What follows belongs to an exercise in optimizing a design on an open flow for small area, a short achievable clock period and few clock cycles per item; a production flow would make more cautious choices. Only simulation tests tie the RTL to the original design; equivalence was not proved.

$ cat design/flow/design.v
module marver_judge (
    input  wire         clk,
    input  wire         rst,
    input  wire         start,
    output wire         ready,
    output reg          done,
    output reg  [4:0]   rule_addr,
    input  wire [127:0] rule_data,
    input  wire [2:0]   src,           
    input  wire [47:0]  tend,
    input  wire [47:0]  last_tend,
    input  wire [16:0]  idur,
    input  wire [15:0]  cap_ofs,       
    input  wire         clock_suspect,
    input  wire [2:0]   reg_count,     
    input  wire [239:0] reg_v,         
    input  wire [239:0] last_reg,      
    input  wire [11:0]  rkind,         
    input  wire [23:0]  roll,          
    input  wire [17:0]  vexp,          
    input  wire [5:0]   vmap,          
    input  wire [1:0]   phase,
    input  wire         vf_valid,
    input  wire [31:0]  vf,            
    output reg  [7:0]   outcome,
    output reg  [7:0]   detail,
    output reg  [31:0]  fail_mask,
    output reg  [5:0]   skip_count,
    output reg  [2:0]   qual,          
    output reg  [5:0]   spike_mask,
    output reg  [5:0]   roll_mask,
    output reg  [6:0]   fill_count,
    output reg          fill_refused
);
    localparam K_RANGE = 4'd1, K_RATE = 4'd2, K_MONO = 4'd3, K_CONT = 4'd4,
               K_CLOCK = 4'd5, K_PHASE = 4'd6, K_CROSS = 4'd7;
    localparam A_REJECT = 2'd0, A_NOTE = 2'd1, A_REPAIR = 2'd2;
    localparam S_IDLE = 3'd0, S_DIV = 3'd1, S_SCAN = 3'd2, S_EVAL = 3'd3, S_DONE = 3'd4;
    reg [2:0]  state;
    reg [5:0]  cnt;       
    reg        rvalid;    
    reg [4:0]  ridx;      
    assign ready = (state == S_IDLE);
    function [63:0] pow10;
        input [3:0] e;
        case (e)
            4'd0:  pow10 = 64'd1;
            4'd1:  pow10 = 64'd10;
            4'd2:  pow10 = 64'd100;
            4'd3:  pow10 = 64'd1000;
            4'd4:  pow10 = 64'd10000;
            4'd5:  pow10 = 64'd100000;
            4'd6:  pow10 = 64'd1000000;
            4'd7:  pow10 = 64'd10000000;
            4'd8:  pow10 = 64'd100000000;
            4'd9:  pow10 = 64'd1000000000;
            4'd10: pow10 = 64'd10000000000;
            4'd11: pow10 = 64'd100000000000;
            4'd12: pow10 = 64'd1000000000000;
            default: pow10 = 64'd0;
        endcase
    endfunction
    wire signed [63:0] v   [0:5];
    wire signed [63:0] L   [0:5];
    wire signed [63:0] dr  [0:5];    
    wire signed [63:0] d   [0:5];    
    wire signed [63:0] q   [0:5];
    wire signed [63:0] span[0:5];
    wire        [1:0]  rk  [0:5];
    reg         [5:0]  rolled;
    reg         [4:0]  roll_idx [0:5];
    reg         [5:0]  mono_seen;
    genvar gx;
    generate
        for (gx = 0; gx < 6; gx = gx + 1) begin : g_reg
            assign v[gx]    = {{24{reg_v[40*gx+39]}}, reg_v[40*gx +: 40]};
            assign L[gx]    = {{24{last_reg[40*gx+39]}}, last_reg[40*gx +: 40]};
            assign rk[gx]   = rkind[2*gx +: 2];
            assign span[gx] = pow10(roll[4*gx +: 4]);
            assign dr[gx]   = v[gx] - L[gx];
            assign d[gx]    = rolled[gx] ? dr[gx] + span[gx] : dr[gx];
            assign q[gx]    = (rk[gx] == 2'd0) ? d[gx] : v[gx];
        end
    endgenerate
    wire        hist  = (last_tend != 48'd0) && (tend > last_tend);
    wire [47:0] delta = tend - last_tend;
    reg  [47:0] quo;
    reg  [17:0] rem;
    wire [17:0] rem_sh  = {rem[16:0], delta[47 - cnt]};
    wire [17:0] rem_sub = rem_sh - {1'b0, idur};
    wire        rem_ge  = (rem_sh >= {1'b0, idur});
    wire [15:0] n_div = (quo == 48'd0) ? 16'd1 :
                        (quo > 48'd65535) ? 16'd65535 : quo[15:0];
    wire [15:0] n     = hist ? n_div : 16'd1;
    wire        g_def = hist && (rem == 18'd0);
    wire [15:0] g     = n - 16'd1;
    wire [3:0] kind    = rule_data[127:124];
    wire [1:0] action  = rule_data[123:122];
    wire [2:0] ra      = rule_data[121:119];
    wire [2:0] rb      = rule_data[118:116];
    wire [1:0] opt     = rule_data[115:114];
    wire [5:0] srcmask = rule_data[109:104];
    wire signed [63:0] p1 = {{24{rule_data[79]}}, rule_data[79:40]};
    wire signed [63:0] p2 = {{24{rule_data[39]}}, rule_data[39:0]};
    wire live = (kind != 4'd0) && srcmask[src];
    wire signed [63:0] va = v[ra];
    wire signed [63:0] la = L[ra];
    wire signed [63:0] da = d[ra];
    wire signed [63:0] dra = dr[ra];
    wire signed [63:0] qa = q[ra];
    wire signed [63:0] qb = q[rb];
    wire [1:0] rka = rk[ra];
    wire [1:0] rkb = rk[rb];
    wire signed [57:0] p1n_w = $signed(rule_data[79:40]) * $signed({1'b0, n});
    wire signed [57:0] p2n_w = $signed(rule_data[39:0]) * $signed({1'b0, n});
    wire signed [63:0] p1n = {{6{p1n_w[57]}}, p1n_w};
    wire signed [63:0] p2n = {{6{p2n_w[57]}}, p2n_w};
    wire signed [63:0] span_a = span[ra];
    wire signed [63:0] dra_roll = dra + span_a;
    wire roll_ok = (ra < reg_count) && (rka == 2'd0) && (roll[4*ra +: 4] != 4'd0) && hist &&
                   (dra < -p1) && (dra_roll >= 0) && (dra_roll <= p2n);
    wire [63:0]        vscale = pow10({1'b0, vexp[3*ra +: 3]});
    wire signed [60:0] vm_w = $signed(va[39:0]) * $signed({1'b0, vscale[19:0]});
    wire signed [63:0] vm = {{3{vm_w[60]}}, vm_w};
    wire signed [63:0] vfs = {32'd0, vf};
    wire signed [63:0] dva = va - la;
    wire signed [63:0] abs_dva = dva[63] ? -dva : dva;
    wire signed [63:0] dq = qa - qb;
    wire signed [63:0] abs_dq = dq[63] ? -dq : dq;
    wire signed [63:0] cap = {{48{cap_ofs[15]}}, cap_ofs};
    wire need = (kind == K_RATE) || (kind == K_MONO) || (kind == K_CONT) ||
                ((kind == K_CROSS) && ((rka == 2'd0) || (rkb == 2'd0)));
    wire skip = (ra >= reg_count) ||
                ((kind == K_CROSS) && (rb >= reg_count)) ||
                (need && !hist) ||
                ((kind == K_MONO) && (rka != 2'd0)) ||
                ((kind == K_PHASE) && (!vf_valid || (phase == 2'd0) || !vmap[ra]));
    reg bad;
    always @(*) begin
        case (kind)
            K_RANGE: bad = (va < p1) || (va > p2);
            K_RATE:  bad = (rka == 2'd0) ? ((da < p1n) || (da > p2n)) : (abs_dva > p2);
            K_MONO:  bad = rolled[ra] ? (roll_idx[ra] == ridx) : (da < -p1);
            K_CONT:  bad = !g_def || (g >= 16'd1);
            K_CLOCK: bad = (cap < p1) || (cap > p2) || (opt[0] && clock_suspect);
            K_PHASE: bad = (vm > vfs + p1) || (vm < vfs - p2);
            K_CROSS: begin
                case (opt)
                    2'd0:    bad = qa > qb + p1;
                    2'd1:    bad = abs_dq > p1;
                    default: bad = qa + qb > p1n;
                endcase
            end
            default: bad = 1'b0;
        endcase
    end
    wire fail = live && !skip && bad;
    wire rejects = fail && ((action == A_REJECT) ||
                            ((action == A_REPAIR) &&
                             (((kind == K_RATE) && (rka == 2'd0)) ||
                              ((kind == K_MONO) && !(rolled[ra] && (roll_idx[ra] == ridx))))));
    reg        rej_seen;
    reg [4:0]  rej_idx;
    reg        cont_seen;
    reg [6:0]  cont_p1;
    reg        other_fail;
    reg [5:0]  spikes;
    wire edited = (spikes != 6'd0) || (rolled != 6'd0);
    wire fill_ok = g_def && (g >= 16'd1) && (g <= {9'd0, cont_p1});
    integer x;
    always @(posedge clk) begin
        if (rst) begin
            state     <= S_IDLE;
            done      <= 1'b0;
            cnt       <= 6'd0;
            rvalid    <= 1'b0;
            ridx      <= 5'd0;
            rule_addr <= 5'd0;
        end else begin
            done <= 1'b0;
            case (state)
                S_IDLE: begin
                    if (start) begin
                        state      <= S_DIV;
                        cnt        <= 6'd0;
                        quo        <= 48'd0;
                        rem        <= 18'd0;
                        rolled     <= 6'd0;
                        mono_seen  <= 6'd0;
                        for (x = 0; x < 6; x = x + 1) roll_idx[x] <= 5'd0;
                        fail_mask  <= 32'd0;
                        skip_count <= 6'd0;
                        rej_seen   <= 1'b0;
                        rej_idx    <= 5'd0;
                        cont_seen  <= 1'b0;
                        cont_p1    <= 7'd0;
                        other_fail <= 1'b0;
                        spikes     <= 6'd0;
                    end
                end
                S_DIV: begin
                    rem <= rem_ge ? rem_sub : rem_sh;
                    quo <= {quo[46:0], rem_ge};
                    if (cnt == 6'd47) begin
                        state     <= S_SCAN;
                        cnt       <= 6'd0;
                        rule_addr <= 5'd0;
                    end else begin
                        cnt <= cnt + 6'd1;
                    end
                end
                S_SCAN: begin
                    if (cnt < 6'd32) begin
                        rule_addr <= cnt[4:0] + 5'd1;
                        ridx      <= cnt[4:0];
                        rvalid    <= 1'b1;
                        cnt       <= cnt + 6'd1;
                    end else begin
                        rvalid    <= 1'b0;
                    end
                    if (rvalid && live && (kind == K_MONO) && (action == A_REPAIR) && !mono_seen[ra]) begin
                        mono_seen[ra] <= 1'b1;
                        if (roll_ok) begin
                            rolled[ra]   <= 1'b1;
                            roll_idx[ra] <= ridx;
                        end
                    end
                    if (rvalid && (ridx == 5'd31)) begin
                        state     <= S_EVAL;
                        cnt       <= 6'd0;
                        rvalid    <= 1'b0;
                        rule_addr <= 5'd0;
                    end
                end
                S_EVAL: begin
                    if (cnt < 6'd32) begin
                        rule_addr <= cnt[4:0] + 5'd1;
                        ridx      <= cnt[4:0];
                        rvalid    <= 1'b1;
                        cnt       <= cnt + 6'd1;
                    end else begin
                        rvalid    <= 1'b0;
                    end
                    if (rvalid) begin
                        if (live && skip)
                            skip_count <= skip_count + 6'd1;
                        if (fail) begin
                            fail_mask[ridx] <= 1'b1;
                            if (kind != K_CONT)
                                other_fail <= 1'b1;
                            if ((kind == K_RATE) && (action == A_REPAIR) && (rka != 2'd0))
                                spikes[ra] <= 1'b1;
                            if ((kind == K_CONT) && (action == A_REPAIR) && !cont_seen) begin
                                cont_seen <= 1'b1;
                                cont_p1   <= rule_data[46:40];
                            end
                        end
                        if (rejects && !rej_seen) begin
                            rej_seen <= 1'b1;
                            rej_idx  <= ridx;
                        end
                        if (ridx == 5'd31) begin
                            state  <= S_DONE;
                            rvalid <= 1'b0;
                        end
                    end
                end
                S_DONE: begin
                    if (rej_seen) begin
                        outcome      <= 8'h16;
                        detail       <= 8'h60 + {3'd0, rej_idx};
                        qual         <= 3'b000;
                        spike_mask   <= 6'd0;
                        roll_mask    <= 6'd0;
                        fill_count   <= 7'd0;
                        fill_refused <= 1'b0;
                    end else begin
                        outcome      <= edited ? 8'h02 : 8'h00;
                        detail       <= 8'h00;
                        qual         <= {edited, 1'b0, !other_fail};
                        spike_mask   <= spikes;
                        roll_mask    <= rolled;
                        fill_count   <= (cont_seen && fill_ok) ? g[6:0] : 7'd0;
                        fill_refused <= cont_seen && !fill_ok;
                    end
                    done  <= 1'b1;
                    state <= S_IDLE;
                end
                default: state <= S_IDLE;
            endcase
        end
    end
endmodule
$ cat design/flow/run.sh
#!/bin/bash
# synth_recipe.tcl (not shown) runs the flow's synth.tcl, then flattens the netlist and writes it again
# the make line also repeats each setting of config.mk as NAME=value (left out here)
make -C /OpenROAD-flow-scripts/flow DESIGN_CONFIG=/design/flow/config.mk WORK_HOME=/design/flow/orfs CLKGATE_MAP_FILE= SYNTH_SCRIPT=/design/flow/synth_recipe.tcl finish
$ cat design/flow/config.mk
export PLATFORM = sky130hd
export DESIGN_NAME = marver_judge
export DESIGN_NICKNAME = marver_judge
export VERILOG_FILES = /design/flow/design.v
export SDC_FILE = /design/flow/constraint.sdc
export NUM_CORES = 4
export LEC_CHECK = 0
export CAP_MARGIN = 40
export CORE_MARGIN = 2
export CORE_UTILIZATION = 40
export CTS_CLUSTER_DIAMETER = 60
export CTS_CLUSTER_SIZE = 20
export SLEW_MARGIN = 40
$ cat design/flow/constraint.sdc
create_clock -name core_clock -period 20.0 [get_ports {clk}]
set_input_delay 4.0000 -clock core_clock [delete_from_list [all_inputs] [get_ports {clk}]]
set_output_delay 4.0000 -clock core_clock [all_outputs]
set_load 0.01 [all_outputs]
==> summary.txt <==
state kept, by name (all words and copies together), names as in the netlist, 5 cells and up:
register,cells
cnt,6
cont_p1,7
detail,6
fail_mask,32
fill_count,7
mono_seen,6
quo,48
rej_idx,5
rem,18
ridx,5
roll_idx,40
roll_mask,6
rolled,6
rule_addr,5
skip_count,6
spike_mask,6
spikes,6
per-layer routing:
| metal | wire, um | vias to the layer above |
|---|---|---|
| met4 | 90500 | 62 |
| li1 | - | 78100 |
| met5 | 549 | - |
| met1 | 368000 | 87200 |
| met3 | 101000 | 2163 |
| met2 | 371000 | 10200 |
worst reg2reg max path: cells and delay by family (launching register included):
family | cells | cell delay, ps
AO/OA/AOI/OAI | 14 | 3280
AND/OR/NAND/NOR | 11 | 3400
XOR/XNOR | 1 | 170
multiplexers | 1 | 330
flip-flops | 1 | 410
buffers and inverters | 14 | 3160
adder cells (fa/ha/maj) | 8 | 3660
cell families (layout without fill, tap and decap cells):
group,count (synthesis),in the layout,share of synthesized area (%)
muxes,372,372,2.41
and+or+nand+nor,6427,6427,17.7
DFF,228,228,3.95
AOI/OAI and AO/OA,5433,5433,21.2
xor gates and xnor gates,1081,1081,5.65
other,1,107,0.00223
adders and majority gates,4234,4234,40.3
buffers and inverters,3898,5558,8.76
cell type report:
cell class,count,share of cell area [%]
repair buffers,2605,11.4
multi-input cells,17600,75.7
inverters,2918,5.61
diodes,78,0.0998
well taps,5497,3.52
clock inverters,9,0.0646
clock buffers,26,0.278
flip-flops and latches,228,3.39
cell usage in the layout (no fill, tap or decap), types with 55 or more instances in the layout:
cell / instances
o211ai_1: 140
o31ai_1: 72
buf_4: 1666
and2_1: 187
o21ai_1: 55
edfxtp_1: 207
o21bai_1: 188
and3_1: 136
inv_1: 2829
xnor2_1: 714
diode_2: 78
nand2_1: 2052
or2_2: 112
nand2b_1: 245
nor2_1: 1724
a222oi_1: 100
ha_1: 2270
a31oi_1: 145
o22ai_1: 77
or3_1: 72
a22oi_1: 156
o21a_1: 212
fa_1: 1959
nor2b_1: 248
nor3_1: 720
xor2_1: 333
a21oi_1: 1523
a21o_1: 846
mux2_2: 66
o21ai_0: 942
clkdlybuf4s50_1: 880
a211oi_1: 144
nand3_1: 272
mux2i_1: 284
nor4_1: 111
nand4_1: 293
a221oi_1: 78
how the worst max path moves through the flow:
stage | startpoint | endpoint | cells after the start
2_1_floorplan | rule_data[119] | fail_mask[0] | 51
3_3_place_gp | reg_v[120] | cont_p1[6] | 75
3_5_place_dp | reg_v[120] | cont_p1[6] | 75
4_1_cts | reg_v[120] | cont_seen | 75
5_1_grt | reg_v[120] | cont_seen | 77
6_report | last_tend[39] | roll_idx[2][3] | 57
stage by stage:
step,cells,setup slack [ps]
after floorplan,21700,3250
after global placement,28800,-1120
after detailed placement,28800,-884
after CTS,28800,14.5
after global routing,28900,9.48
final,28900,531
what timing repair did:
item,4_1_cts,5_1_grt
endpoints found under the hold margin,0,0
setup buffers,0,1
pin swaps,1,2
resized for setup,3,18
endpoints found under the setup margin,53,90
cloned,0,0
==> summary.txt <==
Clock network
  • Clock slew at reported path FFs: about 90 ps
  • Clock Sink Count: 228
  • Clock insertion delay at the later pin of the skew report: between 500 and 600 ps
  • Num CTS Buffers: 20
  • CTS Hold Buffers Added: 0
  • H-tree depth: 1
  • CTS tree: built
  • Clk root buf: clkbuf_16
  • Clk buf depth: 3

Die
  • Chip height: 652 um
  • Die ar.: 425000 um^2
  • Initial core utilization: 40.2%
  • # rows: roughly 240
  • DIE WIDTH: 652 um
  • Placeable Area: 417000 um^2
  • IO Pins: 926

Detailed routing
  • First-pass detailed-route iteration total: 14
  • Final ANT Viol Nets: 0
  • Final wirelength: just over 900000 um
  • Vias/cell: slightly above 6
  • Via Count: 178000
  • DRC viols: 0
  • WL/cell: 32.2 um
  • Iteration-0 DRC Markers: 22800

Synth
  • Top-count cell post-synth: inv_1
  • Cell variety after synth: 114
  • Synth warnings: 1
  • Post-Syn Instances: 21700
  • Top_reg_cell synth: edfxtp_1
  • Yosys top cell by area: fa_1
  • Yosys reg bits: 228
  • Mapped Avg Cell Area: between 7 and 8 um^2
  • Synth area leaders: fa_1, ha_1, inv_1
  • Syn Std Cell Area: 168000 um^2
  • Register area share after synthesis: 3.95%
  • Post-synth top area share: 23.4%
  • FFs w/ async S/R, synth: 0%
  • EDFF count, synth: 207
  • Top cells by count, synth: inv_1, ha_1, nand2_1

Cells and area
  • Layout cell share with drive strength beyond 1: 9.73%
  • Footprint of the multi-input gates: ~150000 um^2
  • Final core occ: 46.9%
  • Design area: 196000 um^2
  • Area Growth Syn to Fin: 16.5%
  • Reg area: 6640 um^2
  • Fillers: 42500
  • Net count, final: 28400

GRT
  • Most used routing layer: met2
  • Met2 Use GR: between 60 and 70%
  • Largest net degree at the start of global routing: 80
  • GRT met3 Usage: 11.3%
  • Vias in the first global route: 170000
  • First-pass GRT wire length: 1290000 um
  • GRT Util Overall: a little over two fifths
  • Met1 usage: 54.8%
  • Total global routing overflow: 0
  • Initial antenna violation count: 149

Critical path
  • Worst Path Max Fanout: 37
  • CP peak stage delay: 580 ps
  • WP data required: about 20000 ps
  • CP Launch Type: input port
  • Worst R2R End: roll_idx[2][3]
  • Endpoint type of the worst setup path: flip-flop
  • Buf/Inv on CP: 17
  • Most used cell, CP: buf_4
  • Top Family by Delay on Critical Path: adder cells
  • Reg2Reg Depth: 49
  • Slack of the worst reg-to-reg path: 5300 ps
  • CP max stage cell: o21ai_0
  • RR Startpoint: quo[27]
  • Worst EP arrival: approximately 20000 ps
  • WS Path Type: in -> reg

Timing
  • Clk_skew: 38.7 ps
  • Final hold slack: 507 ps
  • Post-layout min period: 19470 ps
  • Setup TNS: 0 ps
  • RSZ-0062 raised after global routing: no
  • # setup viols final: 0
  • Slew margin rel.: 27.8%
  • Period utilisation layout: a little over nine tenths
  • Final Hold Viols: 0
  • Maximum clock rate: 51.4 MHz
  • Max Slew Vio Count: 0
  • Worst Tran Pin Value: between 1000 and 1500 ps

Placed design
  • Routability cong.: approximately 1.1
  • Post-DP Area: 194000 um^2
  • Input/output buffers: 890
  • HPWL after DPL: 800000 um

Hold path
  • Hold worst-path end: rule_addr[1]
  • Hold_sp: rule_addr[1]
  • Hold depth: 2
  • Min-delay worst type: reg -> reg

Status
  • Status: timing/DRC/antenna clean

Flow run
  • Maxcap violations: 0
Testbench counts, summed over its fixed seeds: cycles 222,728, items 1,920.

[separate check: timing with driven ports]
The flow's constraints put no driver on any port. The routed layout listed below was extracted and timed again, unchanged, in two steps.
Step 1: set_driving_cell puts a clkbuf_16 on clk and a buf_2 on each other input, an assumption about the parent block.
Step 2 moves the port delays by t, midway between the first and last clock arrival at a register: inputs arrive t later, outputs are due t later. That takes back most of the time a late clock gives input paths.
a / b / c = ideal / step 1 / step 2; a / b = the first two.
t, ns: 0.609
setup slack, ns: 0.531 / 0.562 / -0.047
slew at the worst register clock pin (ns): 0.09 / 0.09
Met with ideal ports but missed after step 2: setup timing in this run. For this run, drivers alone change the setup slack by +0.031 ns; drivers and shift together by -0.578 ns.
